What follows belongs to an exercise in optimizing a design on an open flow for small area, a short achievable clock period and few clock cycles; a production flow would make more cautious choices.
In this exercise RTL edits were held to simulation tests only and were not proved equivalent to the original.
Power figures rest on the tool's default switching activity, not on a simulated workload.

<file path="flow/config.mk">
export PLATFORM = sky130hd
export DESIGN_NAME = click_seq
export DESIGN_NICKNAME = click_seq
export VERILOG_FILES = /design/flow/design.v
export SDC_FILE = /design/flow/constraint.sdc
export NUM_CORES = 4
export LEC_CHECK = 0
export CAP_MARGIN = 20
export CORE_MARGIN = 2
export CORE_UTILIZATION = 40
export SLEW_MARGIN = 20
</file>
<file path="flow/constraint.sdc">
create_clock -name core_clock -period 12.0 [get_ports {clk}]
set_input_delay 2.4000 -clock core_clock [delete_from_list [all_inputs] [get_ports {clk}]]
set_output_delay 2.4000 -clock core_clock [all_outputs]
set_load 0.01 [all_outputs]
</file>
<file path="flow/design.v">
module click_seq (
    input             clk,
    input             rst,
    input             start,
    input      [9:0]  start_entry,
    input             start_react,
    input      [15:0] start_src,
    input      [2:0]  start_sev,
    input             stop,
    input             retire,
    input      [24:0] step_limit,
    output            imem_en,
    output     [9:0]  imem_addr,
    input      [38:0] imem_rdata,
    output            imem_we,
    output     [38:0] imem_wdata,
    output            obj_req,
    output     [2:0]  obj_op,
    output     [27:0] obj_addr,
    output            obj_hi,
    output     [63:0] obj_wdata,
    input             obj_ack,
    input      [7:0]  obj_status,
    input      [31:0] obj_rdata,
    output            tx_abort,
    input      [31:0] ft_now,
    input      [23:0] evt_set,
    input      [23:0] evt_clr,
    output     [23:0] evt,
    output     [2:0]  state,
    output     [9:0]  pc,
    output     [2:0]  flags,
    output     [3:0]  depth,
    output     [7:0]  fault,
    output     [7:0]  last_status,
    output            fault_raise,
    input      [2:0]  dbg_sel,
    output     [31:0] dbg_rdata
);
    localparam [2:0] SQ_STOPPED = 3'd0, SQ_RUNNING = 3'd1, SQ_WAITING = 3'd2,
                     SQ_FAULTED = 3'd3, SQ_RETIRED = 3'd4;
    localparam [2:0] S_STOP = 3'd0, S_FAULT = 3'd1, S_RETIRED = 3'd2,
                     S_FETCH = 3'd3, S_RUN = 3'd4, S_ACC = 3'd5,
                     S_WAIT = 3'd6, S_FIX = 3'd7;
    localparam [4:0] OP_HALT = 5'h00, OP_LDI  = 5'h01, OP_ADD  = 5'h02,
                     OP_SUB  = 5'h03, OP_AND  = 5'h04, OP_OR   = 5'h05,
                     OP_CMP  = 5'h06, OP_BR   = 5'h07, OP_LDO  = 5'h08,
                     OP_STO  = 5'h09, OP_WAITT= 5'h0A, OP_WAITE= 5'h0B,
                     OP_EMIT = 5'h0C, OP_TXB  = 5'h0D, OP_TXC  = 5'h0E,
                     OP_CALL = 5'h0F, OP_RET  = 5'h10;
    localparam [2:0] ACC_LDO = 3'd0, ACC_STO = 3'd1, ACC_TXB = 3'd2,
                     ACC_TXC = 3'd3, ACC_EMIT = 3'd4;
    localparam [2:0] FLT_ILLEGAL = 3'd1, FLT_STACK = 3'd2, FLT_PC_END = 3'd3,
                     FLT_STEP_LIMIT = 3'd4, FLT_PROG_UE = 3'd5;
    reg [2:0]  fsm;
    reg [9:0]  pc_r;
    reg [31:0] g [0:7];
    reg        fz, fc, fn;
    reg [9:0]  stk [0:7];
    reg [3:0]  sp;
    reg [23:0] evt_r;
    reg [2:0]  fault_r;
    reg [7:0]  last_status_r;
    reg [24:0] steps;
    reg        tx_held;
    reg        tx_abort_r;
    reg        fault_raise_r;
    reg [31:0] tgt;
    reg        nolim;
    reg [2:0]  oop;
    reg        ohi;
    reg [27:0] oaddr;
    reg        dbl;
    wire s_run  = (fsm == S_RUN);
    wire s_acc  = (fsm == S_ACC);
    wire s_wait = (fsm == S_WAIT);
    reg [5:0]  syn;
    reg        par_err;
    reg [38:0] cw_fix;
    reg        sec_single;
    reg        sec_double;
    integer    p, j;
    always @* begin
        syn = imem_rdata[37:32];
        j = 0;
        for (p = 1; p < 39; p = p + 1) begin
            if ((p & (p - 1)) != 0) begin
                if (imem_rdata[j])
                    syn = syn ^ p[5:0];
                j = j + 1;
            end
        end
        par_err = ^imem_rdata;
        cw_fix = imem_rdata;
        sec_single = 1'b0;
        sec_double = 1'b0;
        if (par_err) begin
            if (syn == 6'd0) begin
                cw_fix[38] = ~imem_rdata[38];
                sec_single = 1'b1;
            end else begin
                j = 0;
                for (p = 1; p < 39; p = p + 1) begin
                    if ((p & (p - 1)) != 0) begin
                        if (syn == p[5:0]) begin
                            cw_fix[j] = ~imem_rdata[j];
                            sec_single = 1'b1;
                        end
                        j = j + 1;
                    end
                end
                for (p = 0; p < 6; p = p + 1) begin
                    if (syn == (6'd1 << p)) begin
                        cw_fix[32 + p] = ~imem_rdata[32 + p];
                        sec_single = 1'b1;
                    end
                end
                if (!sec_single)
                    sec_double = 1'b1;    
            end
        end else if (syn != 6'd0) begin
            sec_double = 1'b1;
        end
    end
    wire ecc_err = par_err || (syn != 6'd0);
    wire [31:0] ins   = imem_rdata[31:0];
    wire [4:0]  i_op  = ins[31:27];
    wire [2:0]  i_rd  = ins[26:24];
    wire [2:0]  i_ra  = ins[23:21];
    wire        i_i   = ins[20];
    wire [2:0]  i_rb  = ins[19:17];
    wire        i_h   = ins[16];
    wire [15:0] i_imm = ins[15:0];
    wire [2:0]  d_sel = s_acc ? i_rd : dbg_sel;
    wire [31:0] va  = g[i_ra];
    wire [31:0] vb  = g[i_rb];
    wire [31:0] vd  = g[d_sel];
    wire [31:0] op2 = i_i ? {16'd0, i_imm} : vb;
    wire rd_z  = (i_rd == 3'd0);
    wire ra_z  = (i_ra == 3'd0);
    wire rb_z  = (i_rb == 3'd0);
    wire imm_z = (i_imm == 16'd0);
    wire op2_ok = i_i ? rb_z : imm_z;
    reg illegal;
    always @* begin
        case (i_op)
            OP_HALT, OP_TXB, OP_RET:
                illegal = (ins[26:0] != 27'd0);
            OP_LDI:
                illegal = !(ra_z && !i_i && rb_z);
            OP_ADD, OP_SUB, OP_AND, OP_OR, OP_WAITE:
                illegal = !(!i_h && op2_ok);
            OP_CMP:
                illegal = !(rd_z && !i_h && op2_ok);
            OP_BR:
                illegal = !(ra_z && !i_i && rb_z && !i_h && i_imm[15:10] == 6'd0 && i_rd != 3'd7);
            OP_LDO:
                illegal = !(!i_i && rb_z && i_imm[15:8] == 8'd0);
            OP_STO:
                illegal = !(!i_h && i_imm[15:8] == 8'd0 && (!i_i || rb_z));
            OP_WAITT:
                illegal = i_h ? !(rd_z && !i_i && rb_z && imm_z)
                              : !(rd_z && ra_z && op2_ok);
            OP_EMIT:
                illegal = !(rd_z && !i_i && !i_h && i_imm[15:4] == 12'd0);
            OP_TXC:
                illegal = !(rd_z && ra_z && !i_h && op2_ok);
            OP_CALL:
                illegal = !(ins[26:16] == 11'd0 && i_imm[15:10] == 6'd0);
            default:
                illegal = 1'b1;
        endcase
    end
    reg br_take;
    always @* begin
        case (i_rd)
            3'd0: br_take = 1'b1;
            3'd1: br_take = fz;
            3'd2: br_take = !fz;
            3'd3: br_take = fc;
            3'd4: br_take = !fc;
            3'd5: br_take = fn;
            3'd6: br_take = !fn;
            default: br_take = 1'b0;
        endcase
    end
    wire is_call   = (i_op == OP_CALL);
    wire is_ret    = (i_op == OP_RET);
    wire redir_imm = (i_op == OP_BR && br_take) || is_call;
    wire stall_op  = (i_op[4:3] == 2'b01) && (i_op[2:0] != 3'b111);    
    wire wait_op   = (i_op[4:1] == 4'b0101);                           
    wire stack_err = (is_call && sp == 4'd8) || (is_ret && sp == 4'd0);
    wire lim_hit   = (steps >= step_limit);
    wire [9:0] pc_p1  = pc_r + 10'd1;
    wire       at_end = (pc_r == 10'd1023);
    wire [9:0] stk_top = stk[sp[2:0] - 3'd1];
    wire        sub  = s_wait || i_op == OP_SUB || i_op == OP_CMP;
    wire [31:0] aa   = wait_op ? ft_now : va;
    wire [31:0] bb   = s_wait ? tgt : op2;
    wire [32:0] sum  = {1'b0, aa} + {1'b0, bb ^ {32{sub}}} + {32'd0, sub};
    wire        t_done = !sum[31];
    reg [31:0] res;
    always @* begin
        case (i_op[2:0])
            3'd1:    res = {i_h ? i_imm : 16'd0, i_imm};
            3'd4:    res = va & op2;
            3'd5:    res = va | op2;
            default: res = sum[31:0];
        endcase
    end
    wire [23:0] e_hit = evt_r & va[23:0];
    wire        w_evt = i_op[0] && (e_hit != 24'd0);
    wire        wdone = w_evt || (!(i_op[0] && nolim) && t_done);
    wire ctl   = !rst && !((retire || stop) && fsm != S_RETIRED);
    wire e_ok  = s_run && !lim_hit && !ecc_err && !illegal;
    wire wr_hi = ctl && ((e_ok && i_op != OP_HALT && i_op[4:3] == 2'b00 && i_op[2:1] != 2'b11) ||
                         (s_acc && obj_ack && oop == ACC_LDO && obj_status == 8'h00) ||
                         (s_wait && i_op[0] && wdone));
    wire wr_lo = wr_hi && !(i_op == OP_LDI && i_h);
    wire [31:0] gw = s_run ? res : s_acc ? obj_rdata : {8'd0, e_hit};
    wire [23:0] evt_take = (s_wait && ctl && i_op[0]) ? e_hit : 24'd0;
    integer k;
    always @(posedge clk) begin
        if (rst) begin
            for (k = 0; k < 8; k = k + 1)
                g[k] <= 32'd0;
        end else if (ctl && start && (fsm == S_STOP || fsm == S_FAULT)) begin
            for (k = 0; k < 8; k = k + 1)
                g[k] <= 32'd0;
            if (start_react) begin
                g[0] <= {16'd0, start_src};
                g[1] <= {29'd0, start_sev};
            end
        end else begin
            if (wr_lo) g[i_rd][15:0]  <= gw[15:0];
            if (wr_hi) g[i_rd][31:16] <= gw[31:16];
        end
    end
    always @(posedge clk) begin
        if (s_run) begin
            tgt   <= ecc_err ? cw_fix[31:0] : (i_op == OP_WAITT && i_h) ? va : sum[31:0];
            nolim <= (op2 == 32'd0);
            dbl   <= sec_double;
            ohi   <= i_h;
            oaddr <= ecc_err ? {21'd0, cw_fix[38:32]} :
                     (i_op == OP_EMIT) ? {21'd0, va[6:0]} :
                     (i_op == OP_LDO || i_op == OP_STO) ? va[27:0] + {20'd0, i_imm[7:0]} : 28'd0;
            case (i_op)
                OP_LDO:  oop <= ACC_LDO;
                OP_STO:  oop <= ACC_STO;
                OP_TXB:  oop <= ACC_TXB;
                OP_TXC:  oop <= ACC_TXC;
                default: oop <= ACC_EMIT;
            endcase
            if (i_op != OP_LDO) ohi <= 1'b0;
        end
    end
    always @(posedge clk) begin
        tx_abort_r    <= 1'b0;
        fault_raise_r <= 1'b0;
        if (rst) begin
            fsm           <= S_STOP;
            pc_r          <= 10'd0;
            fz            <= 1'b0;
            fc            <= 1'b0;
            fn            <= 1'b0;
            sp            <= 4'd0;
            fault_r       <= 3'd0;
            last_status_r <= 8'd0;
            tx_held       <= 1'b0;
        end else if (retire && fsm != S_RETIRED) begin
            fsm        <= S_RETIRED;
            tx_held    <= 1'b0;
            tx_abort_r <= tx_held;
        end else if (stop && fsm != S_RETIRED) begin
            fsm        <= S_STOP;
            tx_held    <= 1'b0;
            tx_abort_r <= tx_held;
        end else begin
            case (fsm)
                S_STOP, S_FAULT: begin
                    if (start) begin
                        fsm     <= S_FETCH;
                        pc_r    <= start_entry;
                        fz      <= 1'b0;
                        fc      <= 1'b0;
                        fn      <= 1'b0;
                        sp      <= 4'd0;
                        fault_r <= 3'd0;
                        steps   <= 25'd0;
                    end
                end
                S_RETIRED: ;
                S_FETCH: fsm <= S_RUN;
                S_RUN: begin
                    if (lim_hit || (!ecc_err && (illegal || stack_err))) begin
                        fsm           <= S_FAULT;
                        fault_r       <= lim_hit ? FLT_STEP_LIMIT :
                                         illegal ? FLT_ILLEGAL : FLT_STACK;
                        fault_raise_r <= 1'b1;
                        tx_held       <= 1'b0;
                        tx_abort_r    <= tx_held;
                    end else if (ecc_err) begin
                        fsm <= S_FIX;
                    end else if (i_op == OP_HALT) begin
                        fsm        <= S_STOP;
                        tx_held    <= 1'b0;
                        tx_abort_r <= tx_held;
                    end else if (stall_op) begin
                        fsm <= wait_op ? S_WAIT : S_ACC;
                    end else begin
                        steps <= steps + 25'd1;
                        if (i_op == OP_CMP) begin
                            fz <= (va == op2);
                            fc <= !sum[32];
                            fn <= (va[31] != op2[31]) ? va[31] : sum[31];
                        end
                        if (is_call) begin
                            stk[sp[2:0]] <= pc_p1;
                            sp <= sp + 4'd1;
                        end
                        if (is_ret)
                            sp <= sp - 4'd1;
                        if (redir_imm)
                            pc_r <= i_imm[9:0];
                        else if (is_ret)
                            pc_r <= stk_top;
                        else if (at_end) begin
                            fsm           <= S_FAULT;
                            fault_r       <= FLT_PC_END;
                            fault_raise_r <= 1'b1;
                            tx_held       <= 1'b0;
                            tx_abort_r    <= tx_held;
                        end else
                            pc_r <= pc_p1;
                    end
                end
                S_ACC: begin
                    if (obj_ack) begin
                        last_status_r <= obj_status;
                        fz <= (obj_status == 8'h00);
                        if (oop == ACC_TXB)
                            tx_held <= (obj_status == 8'h00);
                        if (oop == ACC_TXC)
                            tx_held <= 1'b0;
                        steps <= steps + 25'd1;
                        if (at_end) begin
                            fsm           <= S_FAULT;
                            fault_r       <= FLT_PC_END;
                            fault_raise_r <= 1'b1;
                            tx_held       <= 1'b0;
                            tx_abort_r    <= (oop == ACC_TXB) ? (obj_status == 8'h00) :
                                             (oop == ACC_TXC) ? 1'b0 : tx_held;
                        end else begin
                            fsm  <= S_RUN;
                            pc_r <= pc_p1;
                        end
                    end
                end
                S_WAIT: begin
                    if (wdone) begin
                        steps <= 25'd0;
                        if (at_end) begin
                            fsm           <= S_FAULT;
                            fault_r       <= FLT_PC_END;
                            fault_raise_r <= 1'b1;
                            tx_held       <= 1'b0;
                            tx_abort_r    <= tx_held;
                        end else begin
                            fsm  <= S_FETCH;
                            pc_r <= pc_p1;
                        end
                    end
                end
                default: begin    
                    if (dbl) begin
                        fsm           <= S_FAULT;
                        fault_r       <= FLT_PROG_UE;
                        fault_raise_r <= 1'b1;
                        tx_held       <= 1'b0;
                        tx_abort_r    <= tx_held;
                    end else
                        fsm <= S_FETCH;
                end
            endcase
        end
    end
    always @(posedge clk) begin
        if (rst)
            evt_r <= 24'd0;
        else
            evt_r <= (evt_r & ~evt_clr & ~evt_take) | evt_set;
    end
    assign imem_en    = (fsm == S_FETCH) || s_run || s_acc || s_wait;
    assign imem_addr  = (s_run && redir_imm) ? i_imm[9:0] :
                        (s_run && is_ret)    ? stk_top :
                        ((s_run && !stall_op) || (s_acc && obj_ack)) ? pc_p1 : pc_r;
    assign imem_we    = (fsm == S_FIX) && !dbl;
    assign imem_wdata = {oaddr[6:0], tgt};
    assign obj_req   = s_acc;
    assign obj_op    = oop;
    assign obj_addr  = oaddr;
    assign obj_hi    = ohi;
    assign obj_wdata[31:0]  = (oop == ACC_STO)  ? vd :
                              (oop == ACC_TXC)  ? op2 :
                              (oop == ACC_EMIT) ? {28'd0, i_imm[3:0]} : 32'd0;
    assign obj_wdata[63:32] = ((oop == ACC_STO && !i_i) || oop == ACC_EMIT) ? vb : 32'd0;
    assign tx_abort  = tx_abort_r;
    assign evt = evt_r;
    assign state = (fsm == S_STOP)    ? SQ_STOPPED :
                   (fsm == S_FAULT)   ? SQ_FAULTED :
                   (fsm == S_RETIRED) ? SQ_RETIRED :
                   (s_wait || (s_acc && oop == ACC_TXC)) ? SQ_WAITING : SQ_RUNNING;
    assign pc          = pc_r;
    assign flags       = {fn, fc, fz};
    assign depth       = sp;
    assign fault       = {5'd0, fault_r};
    assign last_status = last_status_r;
    assign fault_raise = fault_raise_r;
    assign dbg_rdata   = vd;
endmodule
</file>
<file path="flow/run.sh">
#!/bin/bash
# synth_recipe.tcl (not shown) runs the flow's synth.tcl, then flattens the netlist and writes it again
# the make line also repeats each setting of config.mk as NAME=value (left out here)
make -C /OpenROAD-flow-scripts/flow DESIGN_CONFIG=/design/flow/config.mk WORK_HOME=/design/flow/orfs CLKGATE_MAP_FILE= SYNTH_SCRIPT=/design/flow/synth_recipe.tcl finish
</file>
==> results by group, run 1 <==
Critical path
  • FF-to-FF path depth: 17
  • RR Endpoint: g[1][15]$_SDFFCE_PN0P_
  • Slowest cell on the critical path: nand2_1
  • Worst Setup End Kind: register
  • Critical path required time: around 12 ns
  • Worst Setup SP: imem_rdata[17]
  • Worst path bufs/invs: 2
  • CP startpoint kind: primary input
  • Worst-path cell chain: buf_4 > buf_4 > mux4_2 > nand2_1 > nand2_1 > mux2i_1 > xor2_1 > nand2_1 > o21ai_0 > ha_1 > nand4_1 > nor4_1 > nand3_1 > a221oi_1 > o21ai_0 > nand3_1 > xnor2_1 > a211o_4 > nand3_2 > nand2_1
  • Critical Path Stages: 20
  • Reg2reg setup slack: about 5.2 ns
  • Crit path to: g[1][15]$_SDFFCE_PN0P_
  • Crit Reg-Reg Startpoint: fsm[0]$_SDFFE_PP0P_
  • CP max stage delay: ~0.77 ns
  • Crit path top cell by count: nand2_1
  • Crit path max fanout: 39
  • CP top delay family: simple AND/OR/NAND/NOR gates
  • WS Path Type: primary input to register
  • Worst EP arrival: 9.58 ns

Detailed routing
  • Drt first pass iters: 6
  • Routed WL: about 170000 µm
  • 1st-iter DRT viols: roughly 5300
  • Routed len/inst: slightly above 30 µm
  • Detail-routed via count per cell: about 6.3
  • DR DRC count: 0
  • Final ANT Viol Nets: 0
  • Routed vias: roughly 34000

GRT
  • Congestion Overflow GR: 0
  • First-pass GRT wire length: approximately 230000 µm
  • Initial antenna violation count: 7
  • Largest net degree at the start of global routing: 65
  • Tot GR Track Use: between 30% and 40%
  • Vias in the first global route: around 31000

Power and ir drop
  • Leakage power: approximately 0.016 µW
  • VDD IR-drop max: 0.114 mV
  • PwrDens: approximately 130 mW/mm²
  • Tot Pwr: 5650 µW

Placed design
  • RePlAce Congestion: just over 1
  • Placed cell area: between 0.04 and 0.05 mm²
  • Estimated wirelength of the detail-placed design: approximately 130000 µm
  • IO buf count: around 460

Die
  • Site row count: between 100 and 150
  • Full die area: about 0.094 mm²
  • Die width: 307 µm
  • IO Count: about 470
  • Die height: between 300 and 400 µm
  • Starting density of the core: about two fifths
  • CORE AREA: ~0.091 mm²

Status
  • Outcome: timing/DRC/antenna clean

Clock network
  • Clock Sinks: ~490
  • Clock root buffer: clkbuf_16
  • # hold bufs at CTS: 0
  • CTS max path bufs: 3
  • Setup Buffers After CTS: 0
  • CTS resizes: 0
  • CTS tree: yes
  • Clock Pin Slew Worst Setup and Hold Paths: 0.06 ns
  • Clock buffer count from CTS: 57
  • H-tree depth: 2
  • Clk Latency, worst-skew pair: a little under 0.7 ns

Worst hold path
  • Hold Crit Class: register to register
  • Hold path depth: 2

Synthesis
  • EDFF count, synth: about 430
  • Sequential area share after synthesis: approximately two fifths
  • FF+latch count, synth: between 400 and 500
  • Main flop type after synthesis: edfxtp_1
  • Commonest cells in the synthesized netlist: nor2_1, edfxtp_1, nand2_1
  • Synth Cell Area: roughly 0.037 mm²
  • Cells after synthesis: 3702
  • Area leader, netlist: edfxtp_1
  • Synth Area per Inst: ~9.9 µm²
  • Synth top area share: a little over a third
  • Syn. warnings: 1
  • Most frequent cell after synthesis: nor2_1
  • Synth cell types: 106
  • Asr flop ratio synth: 0%
  • Area contributors post-synth: edfxtp_1, mux4_2, ha_1

STA
  • Fmax: between 100 and 150 MHz
  • Final Cycle Share: between 70 and 80%
  • Pins Over Slew Limit: 0
  • RSZ-0062 raised after global routing: false
  • Worst Skew: ~0.066 ns
  • Worst-Margin Slew: approximately 1.3 ns
  • Setup TNS: 0 ns
  • Normalized max-slew margin: about 16%
  • Fin. Hold Viols: 0
  • Final Setup Violations: 0
  • Final Critical Period: 9.31 ns
  • Hold WS: 0.495 ns

Layout
  • Share of cells above drive strength 1: 13.5%
  • Area Overhead vs Synth: 20.8%
  • Nets: 4445
  • Fillers: between 8000 and 9000
  • Final instance area: 0.0444 mm²

Flow run
  • Max Cap Viol: 0
## stage by stage
stage / util (%) / setup slack, ns / cells
after floorplan: - / 2.75 / 3706
after global placement: 46.4 / 2.38 / 5186
after detailed placement: 46.4 / 2.25 / 5187
after CTS: 48.5 / 2.86 / 5295
after global routing: 48.6 / 2.16 / 5301
final: 48.6 / 2.69 / 5302
## power breakdown
part / internal, µW / switching [µW]
registers: 1930 / 75.4
clock network: 1020 / 777
logic: 664 / 1190
## cells by family after synthesis
family / synth area share [%]
and+or+nand+nor: 16.4
AOI/OAI and AO/OA: 12.9
DFF: 38.1
buffers and inverters: 5.30
muxes: 16.6
xor gates and xnor gates: 5.31
adders and majority gates: 5.41
other: 0.0102
## worst register-to-register path, cell delays in order, from the launching register on
cell and delay (ns):
dfxtp_2 0.31, buf_4 0.51, nand3b_1 0.22, buf_4 0.24, buf_4 0.59, nand2_1 0.23
o21ai_0 0.13, ha_1 0.29, a21oi_1 0.33, o21a_1 0.22, o211ai_1 0.16, a32o_1 0.34
o21ai_0 0.31, nand3_1 0.16, xnor2_1 0.51, a211o_4 0.59, nand3_2 0.51, nand2_1 0.78
## cell usage in the layout, fill, tap and decap left out, drive strengths merged, types with 47 or more instances in the layout
cell type,Yosys,final
ha,154,154
buf,116,121
a31oi,47,47
nor2,503,503
xnor2,123,123
clkdlybuf4s50,0,450
mux4,189,189
a21oi,222,222
edfxtp,427,427
o21ai,206,206
nor3,61,61
nand2,375,375
clkbuf,155,76
mux2i,94,94
xor2,60,60
inv,179,184
dfxtp,58,58
nand3,90,90
mux2,78,78
## sequential cells by signal, indices dropped and copies added, names as in the netlist, 3 cells and up
name and cells:
evt_r 24, sp 4, steps 25, oaddr 28
last_status_r 8, pc_r 10, g 256, oop 3
tgt 32, stk 80, fsm 3, fault_r 3
## final cells by class
| class | instances | area [µm²] | share of cell area (%) |
|---|---|---|---|
| clock inverters | 32 | 358 | 0.806 |
| repair buffers | 571 | 5410 | 12.2 |
| inverters | 182 | 684 | 1.54 |
| multi-input cells | 2768 | 20900 | 47.1 |
| flip-flops and latches | 485 | 14000 | 31.5 |
| well taps | 1186 | 1480 | 3.34 |
| diodes | 2 | 5.00 | 0.0113 |
| clock buffers | 76 | 1550 | 3.49 |
## how the worst min path moves through the flow
stage,slack (ns),endpoint,from
global route,0.53,last_status_r[0]$_SDFFE_PP0P_,last_status_r[0]$_SDFFE_PP0P_
finish,0.49,last_status_r[6]$_SDFFE_PP0P_,last_status_r[6]$_SDFFE_PP0P_
global placement,0.48,last_status_r[3]$_SDFFE_PP0P_,last_status_r[3]$_SDFFE_PP0P_
floorplan,0.51,tx_abort_r$_SDFF_PP0_,tx_held$_SDFFE_PP0P_
CTS,0.50,last_status_r[2]$_SDFFE_PP0P_,last_status_r[2]$_SDFFE_PP0P_
detailed placement,0.49,last_status_r[0]$_SDFFE_PP0P_,last_status_r[0]$_SDFFE_PP0P_
## layer usage
layer	GRT usage (%)	vias to the layer above	routed length, µm	share of wire, %
met4	14.4	4	8390	5.1
met5	0	-	25	0.015
met3	10.5	383	22600	14
li1	-	14300	-	-
met1	46.6	16300	64500	39
met2	49.9	2514	69600	42
Testbench counts, summed over its fixed seeds: cycles 142,478.
==> inputs of run 2 (changes only) <==
--- a/flow/design.v
+++ b/flow/design.v
@@ -196,7 +196,9 @@
     wire [9:0] stk_top = stk[sp[2:0] - 3'd1];
-    wire        sub  = s_wait || i_op == OP_SUB || i_op == OP_CMP;
+    wire        sub  = i_op == OP_SUB || i_op == OP_CMP;
     wire [31:0] aa   = wait_op ? ft_now : va;
-    wire [31:0] bb   = s_wait ? tgt : op2;
-    wire [32:0] sum  = {1'b0, aa} + {1'b0, bb ^ {32{sub}}} + {32'd0, sub};
-    wire        t_done = !sum[31];
+    wire [31:0] bb   = op2 ^ {32{sub}};
+    wire [33:0] sum2 = {1'b0, aa, 1'b1} + {1'b0, bb, sub};
+    wire [32:0] sum  = sum2[33:1];
+    wire [31:0] t_diff = ft_now - tgt;
+    wire        t_done = !t_diff[31];
     reg [31:0] res;
--- a/flow/config.mk
+++ b/flow/config.mk
@@ -10,2 +10,3 @@
 export CORE_UTILIZATION = 40
+export SETUP_SLACK_MARGIN = 5
 export SLEW_MARGIN = 20
==> run 2 against run 1 <==
Net effect: still clean on timing, DRC and antenna; sequential share of layout area shrank 1.4 points; combinational power grew 23%; clock power grew 8%; critical path depth shrank 13; largest cell class unchanged.
==> results by group, run 2 <==
Layout
  • Top reg by flops: g
  • Leading cell type in the layout, fill and taps excluded: nor2_1
  • Share of cells above drive strength 1: 18.3% (+4.8 points)
  • Area Overhead vs Synth: 26.7%
  • Flip-flop count of the largest register after layout: 256 (unchanged)
  • Post-route insts no fill: 5350 (+0.91%)
  • Nets: 4522 (+1.7%)
  • Final instance area: 0.0465 mm² (+4.7%)
  • Most frequent cells in the layout: nor2_1, edfxtp_1, clkdlybuf4s50_1, nand2_1, inv_1

Synthesis
  • Sequential area share after synthesis: 38.1% (+0.073 points)
  • Area leader, netlist: edfxtp_1
  • Synth Area per Inst: 9.98 µm² (+0.62%)
  • Asr flop ratio synth: 0% (unchanged)
  • FF+latch count, synth: 485 (unchanged)
  • Area contributors post-synth: edfxtp_1, mux4_2, ha_1
  • Most frequent cell after synthesis: nor2_1
  • Cells after synthesis: 3672 (-0.81%)
  • Synth cell types: 89 (-16%)
  • EDFF count, synth: 427 (unchanged)
  • Commonest cells in the synthesized netlist: nor2_1, edfxtp_1, nand2_1
  • Syn. warnings: 1 (unchanged)
  • Synth top area share: 35.0% (+0.067 points)
  • Main flop type after synthesis: edfxtp_1
  • Synth Cell Area: 0.0367 mm² (-0.19%)

STA
  • Final Setup Violations: 0 (unchanged)
  • Final Critical Period: 7.04 ns (-2.27 ns)
  • RSZ-0062 raised after global routing: true
  • Setup TNS: 0 ns (unchanged)
  • Pins Over Slew Limit: 0 (unchanged)
  • Worst Skew: 0.0494 ns (-0.0167 ns)
  • Fmax: 142 MHz (+32%)
  • Normalized max-slew margin: 26.4% (+10 points)
  • Final Cycle Share: 58.7% (-19 points)
  • Fin. Hold Viols: 0 (unchanged)
  • Worst-Margin Slew: 1.10 ns (-0.155 ns)

GRT
  • Tot GR Track Use: 35.5% (+1.5 points)
  • Congestion Overflow GR: 0 (unchanged)
  • First-pass GRT wire length: 240000 µm (+3.7%)
  • Initial antenna violation count: 9 (+2)
  • Vias in the first global route: 31700 (+1.1%)
  • Largest net degree at the start of global routing: 72 (+11%)

Die
  • IO Count: 465 (unchanged)
  • Die height: 307 µm (about the same)
  • Die width: 307 µm (about the same)
  • CORE AREA: 0.0912 mm² (-0.15%)
  • Starting density of the core: 40.2% (about the same)
  • Full die area: 0.0941 mm² (-0.19%)
  • Site row count: 111 (unchanged)

Clock network
  • # hold bufs at CTS: 0 (unchanged)
  • Clock buffer count from CTS: 58 (+1.8%)
  • Clock root buffer: clkbuf_16
  • Clk Latency, worst-skew pair: 0.68 ns (about the same)
  • Clock Pin Slew Worst Setup and Hold Paths: 0.06 ns (about the same)
  • H-tree depth: 2 (unchanged)
  • CTS max path bufs: 3 (unchanged)
  • CTS tree: yes
  • Clock Sinks: 485 (unchanged)

Critical path
  • Crit Reg-Reg Startpoint: fsm[1]$_SDFFE_PP0P_
  • Slowest cell on the critical path: clkdlybuf4s50_1
  • Worst Setup End Kind: output pin
  • Worst Setup SP: imem_rdata[26]
  • FF-to-FF path depth: 13 (-4)
  • CP max stage delay: 0.60 ns (-0.17 ns)
  • CP top delay family: buffers and inverters
  • Critical path required time: 9.60 ns (-2.66 ns)
  • Worst-path cell chain: clkdlybuf4s50_1 > buf_12 > mux2i_4 > buf_4 > buf_12 > mux2_2 > clkdlybuf4s50_1
  • CP startpoint kind: primary input
  • WS Path Type: primary input to output pin
  • Crit path max fanout: 16 (-59%)
  • Worst path bufs/invs: 5 (+3)
  • Worst EP arrival: 4.64 ns (-4.94 ns)
  • Critical Path Stages: 7 (-65%)

Status
  • Outcome: timing/DRC/antenna clean

Power and ir drop
  • Leakage power: 0.0178 µW (+8.1%)
  • Clock power frac: 30.8% (-1.1 points)
  • Internal power: 3970 µW (+9.9%)
  • Sequential share of power: 33.3% (-2.1 points)
  • Sw Pwr: 2350 µW (+15%)
  • VDD IR-drop max: 0.127 mV (+12%)
  • PwrDens: 136 mW/mm² (+6.7%)
  • Logic pwr share: 36.0% (+3.3 points)
  • Sw frac: 37.1% (+1.1 points)

Placed design
  • RePlAce Congestion: 1.02 (+0.46%)
  • Placed cell area: 0.0425 mm² (+0.27%)
  • Dpl cells: 5169 (-0.35%)
  • IO buf count: 459 (unchanged)
  • Estimated wirelength of the detail-placed design: 125000 µm (-0.68%)

Detailed routing
  • Drt first pass iters: 7 (+1)
  • Routed len/inst: 32.2 µm (+3.5%)
  • DR DRC count: 0 (unchanged)
  • Routed WL: 172000 µm (+4.4%)
  • Final ANT Viol Nets: 0 (unchanged)
  • 1st-iter DRT viols: 4991 (-5.6%)
  • Detail-routed via count per cell: 6.40 (+1.2%)
  • Routed vias: 34200 (+2.1%)

Worst hold path
  • Hold path start: last_status_r[3]$_SDFFE_PP0P_
  • Hold Crit Class: register to register
  • Hold path depth: 2 (unchanged)

Flow run
  • Max Cap Viol: 0 (unchanged)
-- run 2: final cells by class --
type | count | area [µm²]
repair buffers | 644 | 6550
clock buffers | 75 | 1590
multi-input cells | 2719 | 21600
inverters | 203 | 786
diodes | 3 | 7.51
well taps | 1186 | 1480
clock inverters | 35 | 507
fillers | 8249 | 44800
flip-flops and latches | 485 | 14000
-- run 2: cell families after synthesis --
| kind of cell | Yosys count | share of synthesized area, % |
|---|---|---|
| flip-flops | 485 | 38.1 |
| AO/OA/AOI/OAI | 719 | 12.8 |
| adder cells (fa/ha/maj) | 188 | 6.46 |
| XOR/XNOR | 215 | 5.87 |
| buffers and inverters | 472 | 5.30 |
| AND/OR/NAND/NOR | 1226 | 14.8 |
| other | 1 | 0.0102 |
| multiplexers | 366 | 16.6 |
-- run 2: worst paths after layout --
check | endpoint | slack, ns
worst min register to register | last_status_r[3]$_SDFFE_PP0P_ | 0.50
worst min-delay path | last_status_r[3]$_SDFFE_PP0P_ | 0.50
worst max-delay path | dbg_rdata[31] | 4.96
worst max register to register | g[2][10]$_SDFFCE_PN0P_ | 6.73
-- run 2: power groups by stage --
| stage | sequential [µW] | clock (µW) | combinational (µW) |
|---|---|---|---|
| detailed placement | 2130 | 0 | 2070 |
| CTS | 2090 | 1960 | 2150 |
| global placement | 2130 | 0 | 2070 |
| global route | 2110 | 2020 | 2350 |
| finish | 2100 | 1940 | 2270 |
| floorplan | 2090 | 0 | 1230 |
-- run 2: per-layer routing --
metal  up-vias  part of all wire, %  track usage, %
met5         -                0.012               0
met4         4                  5.3            15.2
met3       476                   14            11.4
met2      2673                   42            52.6
met1     16600                   38            47.7
li1      14400                    -               -
-- run 2: what timing repair did --
item	in CTS	in global routing
endpoints found under the hold margin	0	0
endpoints found under the setup margin	746	509
cloned	13	0
pin swaps	10	11
setup buffers	36	19
gates resized for setup	340	105
-- run 2: metrics by stage --
| stage | hold WS [ns] | worst slack, ns | total power (µW) | utilization, % |
|---|---|---|---|---|
| final | 0.501 | 4.96 | 6320 | 50.9 |
| after CTS | 0.505 | 4.91 | 6200 | 50.5 |
| after global placement | 0.477 | 2.81 | 4200 | 46.6 |
| after floorplan | 0.471 | 5.01 | 3320 | - |
| after global routing | 0.533 | 4.95 | 6480 | 50.9 |
| after detailed placement | 0.494 | 2.85 | 4200 | 46.6 |
-- run 2: worst min-delay path: stages (launching register included) --
cell and delay (ns):
dfxtp_1 0.32, mux2i_1 0.07, nor2_1 0.07
Testbench counts of run 2, summed over its fixed seeds: cycles 142,478.
==> inputs of run 3 (changes only) <==
--- a/flow/config.mk
+++ b/flow/config.mk
@@ -10,3 +10,3 @@
 export CORE_UTILIZATION = 40
-export SETUP_SLACK_MARGIN = 5
+export SETUP_SLACK_MARGIN = 2.5
 export SLEW_MARGIN = 20
==> run 3 against run 2 <==
Net effect: still clean on timing, DRC and antenna; via count is 2.4% lower; hold slack worse by 0.0034 ns; final cell count down 1.3%; critical endpoint is now obj_wdata[31]; largest cell class unchanged.
==> results by group, run 3 <==
Power and ir drop
  • Leakage power: 0.0168 µW (-5.4%)
  • Internal power: 3930 µW (-1.1%)
  • PwrDens: 138 mW/mm² (+1.7%)
  • Clock power frac: 31.6% (+0.8 points)
  • VDD IR-drop max: 0.129 mV (+1.3%)
  • Sw Pwr: 2250 µW (-4.1%)
  • Sequential share of power: 33.9% (+0.6 points)
  • Sw frac: 36.4% (-0.72 points)
  • Logic pwr share: 34.5% (-1.5 points)

Critical path
  • Worst EP arrival: 6.53 ns (+1.89 ns)
  • Worst Setup End Kind: output pin
  • Critical path required time: 9.60 ns (about the same)
  • CP startpoint kind: primary input
  • Reg2reg setup slack: 5.85 ns (-0.88 ns)
  • Crit path max fanout: 38 (+22)
  • WS Path Type: primary input to output pin

GRT
  • Tot GR Track Use: 34.0% (-1.6 points)
  • Initial antenna violation count: 7 (-2)
  • Vias in the first global route: 31400 (-1.0%)
  • First-pass GRT wire length: 231000 µm (-3.7%)
  • Congestion Overflow GR: 0 (unchanged)
  • Largest net degree at the start of global routing: 72 (unchanged)

Detailed routing
  • Routed WL: 165000 µm (-4.5%)
  • Detail-routed via count per cell: 6.32 (-1.2%)
  • Final ANT Viol Nets: 0 (unchanged)
  • 1st-iter DRT viols: 4865 (-2.5%)
  • DR DRC count: 0 (unchanged)
  • Routed len/inst: 31.2 µm (-3.3%)
  • Drt first pass iters: 6 (-1)
  • Routed vias: 33400 (-2.4%)

Synthesis
  • Synth cell types: 89 (unchanged)
  • Area leader, netlist: edfxtp_1
  • Cells after synthesis: 3672 (unchanged)
  • Asr flop ratio synth: 0% (unchanged)
  • Most frequent cell after synthesis: nor2_1
  • Syn. warnings: 1 (unchanged)
  • Main flop type after synthesis: edfxtp_1
  • EDFF count, synth: 427 (unchanged)
  • Synth top area share: 35.0% (unchanged)
  • Synth Area per Inst: 9.98 µm² (unchanged)
  • Commonest cells in the synthesized netlist: nor2_1, edfxtp_1, nand2_1
  • Synth Cell Area: 0.0367 mm² (unchanged)
  • Sequential area share after synthesis: 38.1% (unchanged)
  • FF+latch count, synth: 485 (unchanged)
  • Area contributors post-synth: edfxtp_1, mux4_2, ha_1

STA
  • Fmax: 112 MHz (-21%)
  • Worst-Margin Slew: 1.30 ns (+0.194 ns)
  • Normalized max-slew margin: 13.6% (-13 points)
  • Final Critical Period: 8.93 ns (+1.89 ns)
  • RSZ-0062 raised after global routing: false
  • Pins Over Slew Limit: 0 (unchanged)
  • Setup TNS: 0 ns (unchanged)
  • Final Cycle Share: 74.4% (+16 points)
  • Worst Skew: 0.0969 ns (+0.0475 ns)
  • Fin. Hold Viols: 0 (unchanged)
  • Final Setup Violations: 0 (unchanged)

Flow run
  • Max Cap Viol: 0 (unchanged)

Die
  • Site row count: 111 (unchanged)
  • Full die area: 0.0941 mm² (unchanged)
  • CORE AREA: 0.0912 mm² (unchanged)
  • Die width: 307 µm (unchanged)
  • IO Count: 465 (unchanged)
  • Starting density of the core: 40.2% (unchanged)
  • Die height: 307 µm (unchanged)

Placed design
  • IO buf count: 459 (unchanged)
  • Estimated wirelength of the detail-placed design: 123000 µm (-1.6%)
  • RePlAce Congestion: 1.03 (about the same)
  • Dpl cells: 5167 (-0.039%)

Layout
  • Leading cell type in the layout, fill and taps excluded: nor2_1
  • Area Overhead vs Synth: 21.8%
  • Share of cells above drive strength 1: 13.5% (-4.8 points)
  • Nets: 4453 (-1.5%)
  • Top reg by flops: g
  • Flip-flop count of the largest register after layout: 256 (unchanged)
  • Most frequent cells in the layout: nor2_1, clkdlybuf4s50_1, edfxtp_1, nand2_1, inv_1
  • Post-route insts no fill: 5282 (-1.3%)

Worst hold path
  • Hold Crit Class: register to register

Clock network
  • CTS max path bufs: 3 (unchanged)
  • Clock Sinks: 485 (unchanged)
  • Setup Buffers After CTS: 0 (-100%)
  • # hold bufs at CTS: 0 (unchanged)
  • CTS resizes: 0 (-100%)
  • Clock buffer count from CTS: 57 (-1.7%)
  • Clk Latency, worst-skew pair: 0.70 ns (+0.02 ns)
  • H-tree depth: 2 (unchanged)
  • Clock root buffer: clkbuf_16
  • CTS tree: yes
  • Clock Pin Slew Worst Setup and Hold Paths: 0.06 ns (about the same)

Status
  • Outcome: timing/DRC/antenna clean
run 3: changes by cell type in the layout (fill, tap and decap cells not counted), moves of 13 or more:
| cell | delta |
|---|---|
| clkdlybuf4s50_1 | +74 |
| dlygate4sd2_1 | -24 |
| nor2_1 | +24 |
| buf_12 | -20 |
| buf_4 | -19 |
| a21oi_1 | +17 |
| nor2_2 | -16 |
| a211oi_1 | +13 |
run 3: per-layer routing:
metal	GRT usage, %	vias up	wire, µm
met4	13.4	8	7410
met5	0	-	50
met2	49.9	2395	69900
met1	46.9	16300	65600
met3	10.2	377	21600
li1	-	14300	-
run 3: worst max-delay path, stage by stage:
cell and delay [ns]:
buf_4 0.65, buf_4 0.76, mux4_2 0.36, mux2i_1 0.22
nor2_1 0.49, inv_1 0.18, a211oi_1 0.74, clkdlybuf4s50_1 0.68
run 3: final timing paths:
check	start	end	cells after the start
setup / recovery	imem_rdata[17]	obj_wdata[31]	8
hold / removal	last_status_r[5]$_SDFFE_PP0P_	last_status_r[5]$_SDFFE_PP0P_	2
setup reg to reg	g[3][4]$_SDFFCE_PN0P_	g[1][27]$_SDFFCE_PN0P_	12
hold reg to reg	last_status_r[5]$_SDFFE_PP0P_	last_status_r[5]$_SDFFE_PP0P_	2
run 3: logic make-up after synthesis:
logic type / Yosys count / synth area share [%]
buffers and inverters: 472 / 5.30
AND/OR/NAND/NOR: 1226 / 14.8
XOR/XNOR: 215 / 5.87
other: 1 / 0.0102
flip-flops: 485 / 38.1
adder cells (fa/ha/maj): 188 / 6.46
AO/OA/AOI/OAI: 719 / 12.8
multiplexers: 366 / 16.6
run 3: area by class of cell:
cell class | instances | area (µm²)
diodes | 5 | 12.5
clock buffers | 64 | 1470
clock inverters | 44 | 622
fillers | 8469 | 46600
inverters | 203 | 763
multi-input cells | 2719 | 20900
flip-flops and latches | 485 | 14000
well taps | 1186 | 1480
repair buffers | 576 | 5450
run 3: through the flow:
stage	setup WS [ns]	total power (µW)	hold WS (ns)	area, µm²	util, %
2_1_floorplan	4.37	3320	0.471	36700	-
3_3_place_gp	2.85	4160	0.478	42500	46.6
3_5_place_dp	2.75	4170	0.490	42500	46.6
4_1_cts	3.23	6110	0.505	44600	48.9
5_1_grt	3.00	6360	0.526	44700	48.9
6_report	3.07	6180	0.497	44700	49.0
run 3: power groups by stage:
stage	Sequential, µW	Combinational (µW)	Clock (µW)
2_1_floorplan	2090	1230	0
3_3_place_gp	2120	2040	0
3_5_place_dp	2120	2040	0
4_1_cts	2090	2050	1960
5_1_grt	2110	2220	2030
6_report	2090	2130	1950
==> inputs of run 4 (changes only) <==
==> flow/flow/run.sh (new file) <==
#!/bin/bash
# The standard layout (the standard.sh), with the port buffers that
# global placement inserts made from the smallest buffer cell instead of
# the delay buffer buffer_ports picks by itself. Every input and output
# port still gets its own buffer.
set -euo pipefail
export BUFFER_PORTS_ARGS="-buffer_cell sky130_fd_sc_hd__buf_1"
bash standard.sh finish > standard_flow.log 2>&1
==> flow/standard.sh (new file) <==
#!/bin/bash
# synth_recipe.tcl (not shown) runs the flow's synth.tcl, then flattens the netlist and writes it again
# the make line also repeats each setting of config.mk as NAME=value (left out here)
make -C /OpenROAD-flow-scripts/flow DESIGN_CONFIG=/design/flow/config.mk WORK_HOME=/design/flow/orfs CLKGATE_MAP_FILE= SYNTH_SCRIPT=/design/flow/synth_recipe.tcl "${@:-finish}"
--- a/flow/config.mk
+++ b/flow/config.mk
@@ -9,4 +9,5 @@
 export CORE_MARGIN = 2
-export CORE_UTILIZATION = 40
-export SETUP_SLACK_MARGIN = 2.5
+export CORE_UTILIZATION = 55
+export CTS_BUF_LIST = sky130_fd_sc_hd__clkbuf_8
+export SETUP_SLACK_MARGIN = 5
 export SLEW_MARGIN = 20
removed: flow/run.sh
==> run 4 against run 3 <==
Net effect: final area shrank 5.6%; combinational power grew 3%; clock skew shrank 0.044 ns; first-iteration DRC count grew 37%; non-clock buffer count grew 31; critical path depth grew 1; clock power shrank 21%; sequential cell count is the same; utilization grew 15 points; global-route usage grew 15 points; via count grew 7.5%; largest cell class unchanged; still clean on timing, DRC and antenna; worst setup slack gained 1.8 ns.
==> results by group, run 4 <==
Status
  • Outcome: timing/DRC/antenna clean

Die
  • Site row count: 94 (-15%)
  • Die height: 262 µm (-15%)
  • Starting density of the core: 55.7% (+15 points)
  • Full die area: 0.0687 mm² (-27%)
  • IO Count: 465 (unchanged)
  • Die width: 262 µm (-15%)
  • CORE AREA: 0.0659 mm² (-28%)

Layout
  • Final core occ: 64.0% (+15 points)
  • Area Overhead vs Synth: 15.0%
  • Top reg by flops: g
  • Fillers: 5363 (-37%)
  • Final instance area: 0.0421 mm² (-5.6%)
  • Share of cells above drive strength 1: 16.2% (+2.7 points)
  • Most frequent cells in the layout: nor2_1, buf_1, edfxtp_1, nand2_1, inv_1
  • Nets: 4509 (+1.3%)
  • Flip-flop count of the largest register after layout: 256 (unchanged)
  • Leading cell type in the layout, fill and taps excluded: nor2_1

STA
  • RSZ-0062 raised after global routing: true
  • Final Critical Period: 7.09 ns (-1.84 ns)
  • Pins Over Slew Limit: 0 (unchanged)
  • Worst Skew: 0.0534 ns (-0.0436 ns)
  • Setup TNS: 0 ns (unchanged)
  • Normalized max-slew margin: 14.2% (+0.57 points)
  • Fmax: 141 MHz (+26%)
  • Fin. Hold Viols: 0 (unchanged)
  • Final Setup Violations: 0 (unchanged)
  • Final Cycle Share: 59.1% (-15 points)
  • Worst-Margin Slew: 1.25 ns (-0.0443 ns)

Clock network
  • Clock buffer count from CTS: 82 (+44%)
  • CTS tree: yes
  • Clock Pin Slew Worst Setup and Hold Paths: 0.06 ns (about the same)
  • Clock Sinks: 485 (unchanged)
  • Clock root buffer: clkbuf_8
  • Clk Latency, worst-skew pair: 0.74 ns (+0.04 ns)
  • # hold bufs at CTS: 0 (unchanged)
  • CTS max path bufs: 3 (unchanged)
  • H-tree depth: 3 (+1)

Detailed routing
  • DR DRC count: 0 (unchanged)
  • Routed len/inst: 34.2 µm (+9.7%)
  • Drt first pass iters: 9 (+3)
  • Routed WL: 172000 µm (+4.6%)
  • Detail-routed via count per cell: 7.12 (+13%)
  • 1st-iter DRT viols: 6688 (+37%)
  • Routed vias: 35900 (+7.5%)
  • Final ANT Viol Nets: 0 (unchanged)

GRT
  • Largest net degree at the start of global routing: 71 (-1.4%)
  • Congestion Overflow GR: 0 (unchanged)
  • First-pass GRT wire length: 238000 µm (+3.1%)
  • Tot GR Track Use: 48.9% (+15 points)
  • Vias in the first global route: 34300 (+9.1%)
  • Initial antenna violation count: 16 (+9)

Synthesis
  • Commonest cells in the synthesized netlist: nor2_1, edfxtp_1, nand2_1
  • Synth Area per Inst: 9.98 µm² (unchanged)
  • Area contributors post-synth: edfxtp_1, mux4_2, ha_1
  • Synth cell types: 89 (unchanged)
  • Synth top area share: 35.0% (unchanged)
  • Asr flop ratio synth: 0% (unchanged)
  • Syn. warnings: 1 (unchanged)
  • Area leader, netlist: edfxtp_1
  • Cells after synthesis: 3672 (unchanged)
  • FF+latch count, synth: 485 (unchanged)
  • Synth Cell Area: 0.0367 mm² (unchanged)
  • Most frequent cell after synthesis: nor2_1
  • EDFF count, synth: 427 (unchanged)
  • Sequential area share after synthesis: 38.1% (unchanged)
  • Main flop type after synthesis: edfxtp_1

Critical path
  • WS Path Type: primary input to output pin
  • Worst Setup End Kind: output pin
  • Reg2reg setup slack: 6.89 ns (+1.04 ns)
  • Crit path max fanout: 33 (-13%)
  • CP startpoint kind: primary input
  • Worst EP arrival: 4.69 ns (-1.84 ns)
  • Critical path required time: 9.60 ns (about the same)

Power and ir drop
  • Tot Pwr: 5840 µW (-5.5%)
  • Leakage power: 0.0160 µW (-4.8%)
  • PwrDens: 138 mW/mm² (+0.13%)
  • VDD IR-drop max: 0.121 mV (-6.6%)

Worst hold path
  • Hold Crit Class: register to register

Placed design
  • RePlAce Congestion: 1.10 (+7.5%)
  • Placed cell area: 0.0393 mm² (-7.6%)
  • Estimated wirelength of the detail-placed design: 124000 µm (+1.2%)
  • IO buf count: 459 (unchanged)

Flow run
  • Max Cap Viol: 0 (unchanged)
==> run 4: cell types whose count changed in the layout (fill, tap and decap cells not counted), sizes merged <==
cell,before,now
clkinv,24,34
clkbuf,64,98
diode,5,14
bufbuf,0,3
bufinv,12,5
buf,124,589
clkdlybuf4s50,452,0
clkinvlp,8,4
inv,203,225
==> run 4: metrics by stage <==
stage | std cells | hold WS (ns) | worst slack (ns)
6_report | 5040 | 0.501 | 4.91
5_1_grt | 5029 | 0.530 | 4.94
4_1_cts | 5014 | 0.501 | 4.93
3_5_place_dp | 4847 | 0.486 | 2.84
3_3_place_gp | 4846 | 0.473 | 2.46
2_1_floorplan | 3676 | 0.471 | 5.01
==> run 4: layout make-up <==
cell class / count / area (µm²) / area share [%]
antenna: 14 / 35.0 / 0.0831
clock buffer: 83 / 1140 / 2.71
clock inverter: 65 / 474 / 1.13
inverter: 203 / 766 / 1.82
multi-input combinational: 2719 / 21300 / 50.6
sequential: 485 / 14000 / 33.2
tap: 864 / 1080 / 2.57
timing repair buffer: 607 / 3320 / 7.88
==> run 4: path summary, 6_finish.rpt <==
path / from / end / cells after the start
min: last_status_r[1]$_SDFFE_PP0P_ / last_status_r[1]$_SDFFE_PP0P_ / 2
max: imem_rdata[19] / obj_wdata[12] / 9
max reg2reg: fsm[1]$_SDFFE_PP0P_ / g[7][9]$_SDFFCE_PN0P_ / 13
min reg2reg: last_status_r[1]$_SDFFE_PP0P_ / last_status_r[1]$_SDFFE_PP0P_ / 2
==> run 4: power breakdown <==
| group | total [µW] | internal [µW] | switching [µW] |
|---|---|---|---|
| Clock | 1540 | 768 | 774 |
| Sequential | 2100 | 1990 | 111 |
| Combinational | 2190 | 715 | 1480 |
| Total | 5840 | 3470 | 2360 |
==> run 4: worst max-delay path: stages <==
cell and delay (ns):
buf_1 0.09, buf_6 0.19, inv_2 0.10, clkbuf_8 0.42, nand2_1 0.15, nand2_1 0.32
mux2i_4 0.21, a211oi_1 0.51, clkbuf_2 0.22
==> run 4: logic make-up after synthesis <==
group | after synthesis | share of synthesized area [%]
AOI/OAI and AO/OA | 719 | 12.8
other | 1 | 0.0102
and+or+nand+nor | 1226 | 14.8
muxes | 366 | 16.6
xor gates and xnor gates | 215 | 5.87
adders and majority gates | 188 | 6.46
buffers and inverters | 472 | 5.30
DFF | 485 | 38.1
==> run 4: per-layer routing <==
metal	track usage (%)	vias up	routed length, µm
li1	-	14400	-
met1	61.1	17000	58700
met2	69.8	3582	70900
met5	1.74	-	247
met4	31.1	10	14100
met3	20.2	876	28200
==> run 4: repair_timing <==
item,4_1_cts,5_1_grt
buffers inserted,11,6
hold endpoints to repair,0,0
pin swaps,5,4
endpoints found under the setup margin,662,364
resized for setup,104,64
gates cloned,8,3
==> inputs of run 5 (changes only) <==
--- a/flow/design.v
+++ b/flow/design.v
@@ -69,2 +69,6 @@
     reg        nolim;
+    reg        wte;       
+    reg        ehit_r;    
+    reg        tge_r, tm1_r, tmx_r;
+    reg        ft0_r;     
     reg [2:0]  oop;
@@ -73,2 +77,3 @@
     reg        dbl;
+    reg [2:0]  ard, arb;
     wire s_run  = (fsm == S_RUN);
@@ -133,5 +138,6 @@
     wire [15:0] i_imm = ins[15:0];
-    wire [2:0]  d_sel = s_acc ? i_rd : dbg_sel;
+    wire [2:0]  d_sel = s_acc ? ard : dbg_sel;
+    wire [2:0]  b_sel = s_acc ? arb : i_rb;
     wire [31:0] va  = g[i_ra];
-    wire [31:0] vb  = g[i_rb];
+    wire [31:0] vb  = g[b_sel];
     wire [31:0] vd  = g[d_sel];
@@ -202,3 +208,6 @@
     wire [31:0] t_diff = ft_now - tgt;
-    wire        t_done = !t_diff[31];
+    wire        tick   = ft_now[0] ^ ft0_r;
+    wire        t_done = (tge_r && !(tmx_r && tick)) || (tm1_r && tick);
+    wire        op2_hz = (op2[30:1] == 30'd0);
+    wire        w_abs  = i_h;
     reg [31:0] res;
@@ -213,4 +222,3 @@
     wire [23:0] e_hit = evt_r & va[23:0];
-    wire        w_evt = i_op[0] && (e_hit != 24'd0);
-    wire        wdone = w_evt || (!(i_op[0] && nolim) && t_done);
+    wire        wdone = (wte && ehit_r) || (!(wte && nolim) && t_done);
     wire ctl   = !rst && !((retire || stop) && fsm != S_RETIRED);
@@ -219,6 +227,7 @@
                          (s_acc && obj_ack && oop == ACC_LDO && obj_status == 8'h00) ||
-                         (s_wait && i_op[0] && wdone));
+                         (s_wait && wte && wdone));
     wire wr_lo = wr_hi && !(i_op == OP_LDI && i_h);
     wire [31:0] gw = s_run ? res : s_acc ? obj_rdata : {8'd0, e_hit};
-    wire [23:0] evt_take = (s_wait && ctl && i_op[0]) ? e_hit : 24'd0;
+    wire [23:0] evt_take = (s_wait && ctl && wte) ? e_hit : 24'd0;
+    wire [23:0] evt_nx   = (evt_r & ~evt_clr & ~evt_take) | evt_set;
     integer k;
@@ -244,2 +253,5 @@
             nolim <= (op2 == 32'd0);
+            wte   <= i_op[0];
+            ard   <= i_rd;
+            arb   <= i_rb;
             dbl   <= sec_double;
@@ -284,3 +296,3 @@
                     if (start) begin
-                        fsm     <= S_FETCH;
+                        fsm     <= S_RUN;
                         pc_r    <= start_entry;
@@ -371,3 +383,3 @@
                         end else begin
-                            fsm  <= S_FETCH;
+                            fsm  <= S_RUN;
                             pc_r <= pc_p1;
@@ -393,8 +405,24 @@
         else
-            evt_r <= (evt_r & ~evt_clr & ~evt_take) | evt_set;
+            evt_r <= evt_nx;
+    end
+    always @(posedge clk)
+        ehit_r <= ((evt_nx & va[23:0]) != 24'd0);
+    always @(posedge clk) begin
+        ft0_r <= ft_now[0];
+        if (s_run) begin
+            tge_r <= !w_abs && (op2[31] ? !(op2_hz && !op2[0]) : (op2_hz && !op2[0]));
+            tm1_r <= !w_abs && !op2[31] && op2_hz && op2[0];
+            tmx_r <= !w_abs && op2[31] && op2_hz && op2[0];
+        end else begin
+            tge_r <= !t_diff[31];
+            tm1_r <= (t_diff == 32'hFFFFFFFF);
+            tmx_r <= (t_diff == 32'h7FFFFFFF);
+        end
     end
-    assign imem_en    = (fsm == S_FETCH) || s_run || s_acc || s_wait;
+    wire   s_idle     = (fsm == S_STOP) || (fsm == S_FAULT);
+    assign imem_en    = (fsm == S_FETCH) || s_run || s_acc || s_wait || (s_idle && start);
     assign imem_addr  = (s_run && redir_imm) ? i_imm[9:0] :
                         (s_run && is_ret)    ? stk_top :
-                        ((s_run && !stall_op) || (s_acc && obj_ack)) ? pc_p1 : pc_r;
+                        (s_idle)             ? start_entry :
+                        ((s_run && !stall_op) || (s_acc && obj_ack) || (s_wait && wdone)) ? pc_p1 : pc_r;
     assign imem_we    = (fsm == S_FIX) && !dbl;
@@ -406,3 +434,3 @@
     assign obj_wdata[31:0]  = (oop == ACC_STO)  ? vd :
-                              (oop == ACC_TXC)  ? op2 :
+                              (oop == ACC_TXC)  ? (i_i ? {16'd0, i_imm} : vb) :
                               (oop == ACC_EMIT) ? {28'd0, i_imm[3:0]} : 32'd0;
==> flow/run.sh (new file) <==
#!/bin/bash
# synth_recipe.tcl (not shown) runs the flow's synth.tcl, then flattens the netlist and writes it again
# the make line also repeats each setting of config.mk as NAME=value (left out here)
make -C /OpenROAD-flow-scripts/flow DESIGN_CONFIG=/design/flow/config.mk WORK_HOME=/design/flow/orfs CLKGATE_MAP_FILE= SYNTH_SCRIPT=/design/flow/synth_recipe.tcl finish
--- a/flow/config.mk
+++ b/flow/config.mk
@@ -9,4 +9,3 @@
 export CORE_MARGIN = 2
-export CORE_UTILIZATION = 55
-export CTS_BUF_LIST = sky130_fd_sc_hd__clkbuf_8
+export CORE_UTILIZATION = 40
 export SETUP_SLACK_MARGIN = 5
removed: flow/flow/run.sh
removed: flow/standard.sh
==> run 5 against run 4 <==
Net effect: final cell count is 22% higher; area after synthesis is 6.3% higher; clock skew is 0.021 ns lower; highest routed layer unchanged; maximum frequency is 6.4% lower; final area is 22% higher; hold slack worse by 0.010 ns; critical endpoint is now imem_en; still clean on timing, DRC and antenna; combinational power is 11% higher; wire length is 15% higher; die area is 45% higher; worst setup slack worse by 0.49 ns.
==> results by group, run 5 <==
Status
  • Outcome: timing/DRC/antenna clean

Synthesis
  • Main flop type after synthesis: edfxtp_1
  • Syn. warnings: 1 (unchanged)
  • Synth cell types: 96 (+7.9%)
  • Synth Area per Inst: 9.01 µm² (-9.8%)
  • Commonest cells in the synthesized netlist: nor2_1, nand2_1, edfxtp_1
  • EDFF count, synth: 434 (+1.6%)
  • Cells after synthesis: 4326 (+18%)
  • Synth Cell Area: 0.0390 mm² (+6.3%)
  • Sequential area share after synthesis: 36.7% (-1.5 points)
  • FF+latch count, synth: 497 (+2.5%)
  • Asr flop ratio synth: 0% (unchanged)
  • Most frequent cell after synthesis: nor2_1
  • Area leader, netlist: edfxtp_1
  • Synth top area share: 33.4% (-1.5 points)
  • Area contributors post-synth: edfxtp_1, mux4_2, ha_1

Layout
  • Area of the multi-input gates: 0.0246 mm² (+15%)
  • Sequential cell area: 0.0143 mm² (+2.2%)
  • Top reg by flops: g
  • Fillers: 8668 (+62%)
  • Final instance area: 0.0514 mm² (+22%)
  • Flip-flop count of the largest register after layout: 256 (unchanged)
  • Most frequent cells in the layout: nor2_1, nand2_1, edfxtp_1, clkdlybuf4s50_1, inv_1
  • Nets: 5241 (+16%)
  • Leading cell type in the layout, fill and taps excluded: nor2_1
  • Share of cells above drive strength 1: 19.2% (+3.0 points)
  • Area Overhead vs Synth: 32.0%

Die
  • Site row count: 114 (+21%)
  • Starting density of the core: 40.4% (-15 points)
  • IO Count: 465 (unchanged)
  • Die height: 316 µm (+21%)
  • CORE AREA: 0.0966 mm² (+47%)
  • Full die area: 0.0999 mm² (+45%)
  • Die width: 316 µm (+21%)

Critical path
  • CP max stage delay: 0.34 ns (-0.17 ns)
  • Critical path required time: 9.60 ns (about the same)
  • Worst-path cell chain: buf_2 > clkinvlp_4 > ha_1 > xnor2_1 > xnor2_1 > xnor2_1 > xnor3_2 > nor2b_4 > nand3b_1 > and4b_2 > a21oi_4 > nor2_2 > nor2_2 > buf_2
  • WS Path Type: primary input to output pin
  • Slowest cell on the critical path: buf_2
  • Reg2reg setup slack: 5.32 ns (-1.57 ns)
  • Worst Setup End Kind: output pin
  • Crit path top cell by count: xnor2_1
  • Crit path max fanout: 6 (-82%)
  • Worst EP arrival: 5.18 ns (+0.49 ns)
  • CP startpoint kind: primary input

GRT
  • Grt met1 use: 50.0% (-11 points)
  • Largest net degree at the start of global routing: 65 (-8.5%)
  • Congestion Overflow GR: 0 (unchanged)
  • Met2 Track Usage GR: 53.6% (-16 points)
  • Grt met3 use: 12.6% (-7.6 points)
  • Initial antenna violation count: 15 (-1)
  • Tot GR Track Use: 37.9% (-11 points)
  • First-pass GRT wire length: 272000 µm (+14%)
  • Vias in the first global route: 37400 (+9.3%)
  • Top Usage Layer GRT: met2

Detailed routing
  • Drt first pass iters: 7 (-2)
  • Routed len/inst: 32.2 µm (-5.7%)
  • Routed vias: 40500 (+13%)
  • DR DRC count: 0 (unchanged)
  • Detail-routed via count per cell: 6.57 (-7.8%)
  • 1st-iter DRT viols: 6407 (-4.2%)
  • Final ANT Viol Nets: 0 (unchanged)
  • Routed WL: 199000 µm (+15%)

Power and ir drop
  • PwrDens: 124 mW/mm² (-11%)
  • VDD IR-drop max: 0.122 mV (+1.4%)
  • Leakage power: 0.0197 µW (+23%)

Clock network
  • CTS max path bufs: 3 (unchanged)
  • H-tree depth: 2 (-1)
  • Clock Sinks: 497 (+2.5%)
  • Clock root buffer: clkbuf_16
  • CTS tree: yes
  • Clock buffer count from CTS: 57 (-30%)
  • Clock Pin Slew Worst Setup and Hold Paths: 0.05 ns (about the same)
  • Clk Latency, worst-skew pair: 0.68 ns (-0.06 ns)

STA
  • RSZ-0062 raised after global routing: true
  • Worst Skew: 0.0326 ns (-0.0208 ns)
  • Fin. Hold Viols: 0 (unchanged)
  • Worst-Margin Slew: 1.27 ns (+0.0184 ns)
  • Normalized max-slew margin: 12.9% (-1.3 points)
  • Final Cycle Share: 63.1% (+4.0 points)
  • Setup TNS: 0 ns (unchanged)
  • Fmax: 132 MHz (-6.4%)
  • Pins Over Slew Limit: 0 (unchanged)
  • Final Setup Violations: 0 (unchanged)
  • Final Critical Period: 7.58 ns (+0.485 ns)

Flow run
  • Max Cap Viol: 0 (unchanged)

Placed design
  • IO buf count: 459 (unchanged)
  • Estimated wirelength of the detail-placed design: 135000 µm (+8.5%)
  • Placed cell area: 0.0449 mm² (+14%)
  • RePlAce Congestion: 1.08 (-1.8%)

Worst hold path
  • Hold Crit Class: register to register
run 5: worst paths after layout:
check,end,depth (start not counted),from
worst max-delay path,imem_en,14,imem_rdata[5]
worst min-delay path,fault_r[1]$_SDFFE_PP0P_,2,fault_r[1]$_SDFFE_PP0P_
worst max register to register,g[4][27]$_SDFFCE_PN0P_,26,fsm[2]$_SDFFE_PP0P_
worst min register to register,fault_r[1]$_SDFFE_PP0P_,2,fault_r[1]$_SDFFE_PP0P_
run 5: layer usage:
metal  up-vias  share of wire [%]
li1      16900                  -
met1     19500                 37
met2      3288                 40
met3       785                 14
met4        18                7.6
met5         -              0.060
run 5: critical path: cells and delay by family:
| family | cells | cell delay (ns) |
|---|---|---|
| AO/OA/AOI/OAI | 1 | 0.19 |
| adder cells (fa/ha/maj) | 1 | 0.32 |
| AND/OR/NAND/NOR | 5 | 0.70 |
| XOR/XNOR | 4 | 0.86 |
| buffers and inverters | 3 | 0.70 |
run 5: final cells by class:
type | count | area share (%)
diodes | 9 | 0.0438
clock buffers | 80 | 3.14
clock inverters | 27 | 0.701
inverters | 283 | 2.18
multi-input cells | 3235 | 47.8
flip-flops and latches | 497 | 27.8
well taps | 1276 | 3.10
repair buffers | 755 | 15.2
run 5: where the power goes:
part	total (µW)	switching [µW]	leakage, µW	internal, µW
Clock	1880	787	0.000961	1090
Sequential	2070	80.6	0.00488	1990
Combinational	2420	1490	0.0138	927
run 5: timing repair:
item | 4_1_cts | 5_1_grt
gates resized for setup | 599 | 201
setup buffers | 116 | 48
gates cloned | 26 | 5
hold buffers | 0 | 0
endpoints found under the setup margin | 673 | 276
pin swaps | 86 | 72
run 5: cell families (layout without fill, tap and decap cells):
kind of cell,Yosys count,after routing,share of synthesized area [%]
buf+inv,609,1145,6.24
fa+ha+maj,189,189,6.13
mux,242,245,9.93
xor+xnor,224,224,5.52
compound gates,1028,1033,17.6
other cells,1,14,0.00962
simple gates,1536,1539,17.9
flops,497,497,36.7
run 5: stage by stage:
step | cells | hold WS, ns | utilization (%) | setup slack [ns] | power, µW
3_3_place_gp | 5848 | 0.477 | 46.4 | 2.68 | 4060
6_report | 6162 | 0.491 | 53.3 | 4.42 | 6360
3_5_place_dp | 5849 | 0.487 | 46.5 | 2.76 | 4060
4_1_cts | 6098 | 0.498 | 51.7 | 4.51 | 6130
5_1_grt | 6158 | 0.518 | 53.2 | 4.38 | 6510
2_1_floorplan | 4330 | 0.454 | - | 4.29 | 3250
Testbench counts of run 5, summed over its fixed seeds: cycles 139,756.

[separate check: timing with driven ports]
The results above use ideal ports. As a check the final layouts listed here were re-extracted and re-timed, cells and wires unchanged. Step 1: set_driving_cell puts a clkbuf_16 on clk and a buf_2 on each other input, an assumption about the parent block. Step 2, shift: input delay + t, output delay - t, t = (earliest + latest rising clock arrival at the registers) / 2. This alone moves slack from input paths to output paths. Three values: ideal, step 1, step 2; two values: the first two.
run	shift t [ns]	slack for setup (ns)	worst data-port slew with drivers (ns)
run 1	0.721	2.686 / 2.701 / 1.980	0.12
run 2	0.732	4.960 / 4.843 / 4.240	0.20
run 3	0.725	3.069 / 3.012 / 2.528	0.13
run 4	0.783	4.909 / 4.793 / 4.180	0.15
run 5	0.738	4.424 / 4.214 / 4.061	0.27
After both steps setup and hold are still met in every run listed. For run 4, which loses most, drivers alone change the setup slack by -0.116 ns; drivers and shift together by -0.729 ns.
